Source: an optimization exercise on an open RTL-to-GDS flow (aim: small area, a short achievable clock period and few clock cycles per item). Production flows keep margins and buffers that such runs may drop.
Function was checked by simulation only, so behaviour that the tests miss may differ from the original.

==> run a <==
// fpcvt
module fpcvt (
    input  wire        clk,
    input  wire        rst,
    input  wire        in_valid,
    output wire        in_ready,
    input  wire [31:0] x,
    input  wire [3:0]  fmt,
    input  wire        ovf_ieee,
    input  wire        tern,
    output reg         out_valid,
    output reg  [31:0] y,
    output reg         flag_ovf,
    output reg         flag_nan
);
==> flow/config.mk <==
export PLATFORM = sky130hd
export DESIGN_NAME = fpcvt
export DESIGN_NICKNAME = fpcvt
export VERILOG_FILES = /design/flow/design.v
export SDC_FILE = /design/flow/constraint.sdc
export NUM_CORES = 4
export LEC_CHECK = 0
export CAP_MARGIN = 20
export CORE_MARGIN = 2
export CORE_UTILIZATION = 40
export CTS_BUF_LIST = sky130_fd_sc_hd__clkbuf_8
export SLEW_MARGIN = 20
==> flow/constraint.sdc <==
create_clock -name core_clock -period 17.0 [get_ports {clk}]
set_input_delay 3.4000 -clock core_clock [delete_from_list [all_inputs] [get_ports {clk}]]
set_output_delay 3.4000 -clock core_clock [all_outputs]
set_load 0.01 [all_outputs]
standard.sh (not shown) runs the stock make flow with config.mk's settings and CLKGATE_MAP_FILE= SYNTH_SCRIPT=/design/flow/synth_recipe.tcl, a recipe that flattens the netlist after the stock synthesis.
==> flow/flow/run.sh <==
#!/bin/bash
set -euo pipefail
export BUFFER_PORTS_ARGS="-buffer_cell sky130_fd_sc_hd__buf_2"
export SETUP_SLACK_MARGIN=12.65
export CTS_ARGS="-sink_clustering_enable -repair_clock_nets -buf_list sky130_fd_sc_hd__clkbuf_8 -dont_use_dummy_load"
bash standard.sh > standard.log 2>&1
==> run b: changes against run a <==
--- a/flow/design.v
+++ b/flow/design.v
@@ -92,22 +92,23 @@
                   (f_e2m3 & (ex == 8'd129) & (&mx[22:20])) |
                   (f_e2m1 & (ex == 8'd129) & mx[22]);
     wire bpos   = ~s & ~(exo & ~mxz) & ~(exz & mxz);
     wire oa1    = f_bin ? bpos : isint1 ? (s ? ineg_a : ipos_a) : f_oa;
     wire oc1    = isint1 ? (s ? ineg_c : 1'b1) : f_oc;
     reg        v2;
     reg [31:0] ain;
-    reg        up;
+    reg        guard, stk;
     reg        s2, nan2, inf2, oa2, oc2, opt2;
     reg [3:0]  fmt2;
     always @(posedge clk) begin
         if (rst) v2 <= 1'b0;
         else     v2 <= v1;
         ain   <= shv[32:1] ^ {32{neg1}};
-        up    <= shv[0] & ((|(mx & smask)) | shv[1]);
+        guard <= shv[0];
+        stk   <= |(mx & smask);
         s2    <= s;
         nan2  <= exo & ~mxz;
         inf2  <= exo & mxz;
         oa2   <= oa1;
         oc2   <= oc1;
         opt2  <= opt1;
         fmt2  <= fmt1;
@@ -125,14 +126,15 @@
     wire g_i8   = fmt2 == 4'hA;
     wire g_u8   = fmt2 == 4'hB;
     wire g_i4   = fmt2 == 4'hC;
     wire g_i2   = fmt2 == 4'hD;
     wire g_bin  = fmt2 == 4'hE;
     wire isint  = fmt2[3];
     wire neg    = isint & s2;
+    wire        up    = guard & (stk | (ain[0] ^ neg));
     wire        cin   = up ^ neg;
     wire [31:0] r     = ain + {31'd0, cin};
     wire lb = (g_i32 & (&ain[30:0])) | (g_i16 & (&ain[14:0])) | (g_i8 & (&ain[6:0])) |
               (g_u8 & (s2 | (&ain[7:0]))) | (g_i4 & (&ain[2:0])) |
               (g_i2 & ((s2 & opt2) | ain[0])) | ~isint;
     wire ovf  = oa2 | (neg ? (oc2 & (~lb | up)) : (oc2 & up & lb));
     wire [31:0] wmask = g_fp32 | g_i32 ? 32'hFFFFFFFF :
==> flow/flow/run.sh (replaced) <==
#!/bin/bash
set -euo pipefail
export BUFFER_PORTS_ARGS="-buffer_cell sky130_fd_sc_hd__buf_2"
export SETUP_SLACK_MARGIN=12.6
export CTS_ARGS="-sink_clustering_enable -repair_clock_nets -buf_list sky130_fd_sc_hd__clkbuf_8 -dont_use_dummy_load"
bash standard.sh > standard.log 2>&1
--- a/flow/config.mk
+++ b/flow/config.mk
@@ -5,8 +5,9 @@
 export SDC_FILE = /design/flow/constraint.sdc
 export NUM_CORES = 4
 export LEC_CHECK = 0
 export CAP_MARGIN = 20
 export CORE_MARGIN = 2
 export CORE_UTILIZATION = 40
 export CTS_BUF_LIST = sky130_fd_sc_hd__clkbuf_8
+export PLACE_DENSITY = 0.9
 export SLEW_MARGIN = 20
==> run c: changes against run a <==
--- a/flow/design.v
+++ b/flow/design.v
@@ -92,22 +92,23 @@
                   (f_e2m3 & (ex == 8'd129) & (&mx[22:20])) |
                   (f_e2m1 & (ex == 8'd129) & mx[22]);
     wire bpos   = ~s & ~(exo & ~mxz) & ~(exz & mxz);
     wire oa1    = f_bin ? bpos : isint1 ? (s ? ineg_a : ipos_a) : f_oa;
     wire oc1    = isint1 ? (s ? ineg_c : 1'b1) : f_oc;
     reg        v2;
     reg [31:0] ain;
-    reg        up;
+    reg        guard, stk;
     reg        s2, nan2, inf2, oa2, oc2, opt2;
     reg [3:0]  fmt2;
     always @(posedge clk) begin
         if (rst) v2 <= 1'b0;
         else     v2 <= v1;
         ain   <= shv[32:1] ^ {32{neg1}};
-        up    <= shv[0] & ((|(mx & smask)) | shv[1]);
+        guard <= shv[0];
+        stk   <= |(mx & smask);
         s2    <= s;
         nan2  <= exo & ~mxz;
         inf2  <= exo & mxz;
         oa2   <= oa1;
         oc2   <= oc1;
         opt2  <= opt1;
         fmt2  <= fmt1;
@@ -125,14 +126,15 @@
     wire g_i8   = fmt2 == 4'hA;
     wire g_u8   = fmt2 == 4'hB;
     wire g_i4   = fmt2 == 4'hC;
     wire g_i2   = fmt2 == 4'hD;
     wire g_bin  = fmt2 == 4'hE;
     wire isint  = fmt2[3];
     wire neg    = isint & s2;
+    wire        up    = guard & (stk | (ain[0] ^ neg));
     wire        cin   = up ^ neg;
     wire [31:0] r     = ain + {31'd0, cin};
     wire lb = (g_i32 & (&ain[30:0])) | (g_i16 & (&ain[14:0])) | (g_i8 & (&ain[6:0])) |
               (g_u8 & (s2 | (&ain[7:0]))) | (g_i4 & (&ain[2:0])) |
               (g_i2 & ((s2 & opt2) | ain[0])) | ~isint;
     wire ovf  = oa2 | (neg ? (oc2 & (~lb | up)) : (oc2 & up & lb));
     wire [31:0] wmask = g_fp32 | g_i32 ? 32'hFFFFFFFF :
==> flow/flow/run.sh (replaced) <==
#!/bin/bash
set -euo pipefail
export BUFFER_PORTS_ARGS="-buffer_cell sky130_fd_sc_hd__buf_2"
export SETUP_SLACK_MARGIN=12.4
export CTS_ARGS="-sink_clustering_enable -repair_clock_nets -buf_list sky130_fd_sc_hd__clkbuf_8 -dont_use_dummy_load"
bash standard.sh > standard.log 2>&1
==> notes <==
Via count: run b is higher than run a (6.8%). The lowest sequential share of layout area belongs to run a, the highest to run b. Maximum frequency: run c < run b < run a. Die area: run a is smaller than run b (1.0%).
Testbench counts of run a, summed over its fixed seeds: cycles 24,024, items 24,000.
Testbench counts of run b, summed over its fixed seeds: cycles 24,024, items 24,000.
Testbench counts of run c, summed over its fixed seeds: cycles 24,024, items 24,000.

## re-timing with driven ports
Ports are ideal in the flow. The routed layouts listed here were re-timed in OpenROAD. Step 1 (the two cells are an assumption about what drives the block):
set clk [get_ports {clk}]
set_driving_cell -lib_cell sky130_fd_sc_hd__clkbuf_16 $clk
set_driving_cell -lib_cell sky130_fd_sc_hd__buf_2 [delete_from_list [all_inputs] $clk]
Step 2 times the ports against the registers' clock, not the clock port: input delays grow and output delays shrink by t, the midpoint of the rising clock arrivals with the driver on. a / b / c = ideal / step 1 / step 2; a / b = the first two.
| run | shift t [ns] | setup WS [ns] | worst slew at a driven data input, ns |
|---|---|---|---|
| run a | 0.467 | 12.720 / 12.682 / 12.870 | 0.04 |
| run b | 0.476 | 12.692 / 12.668 / 12.692 | 0.04 |
| run c | 0.483 | 12.663 / 12.663 / 12.663 | 0.03 |
After both steps every run listed still meets setup and hold.
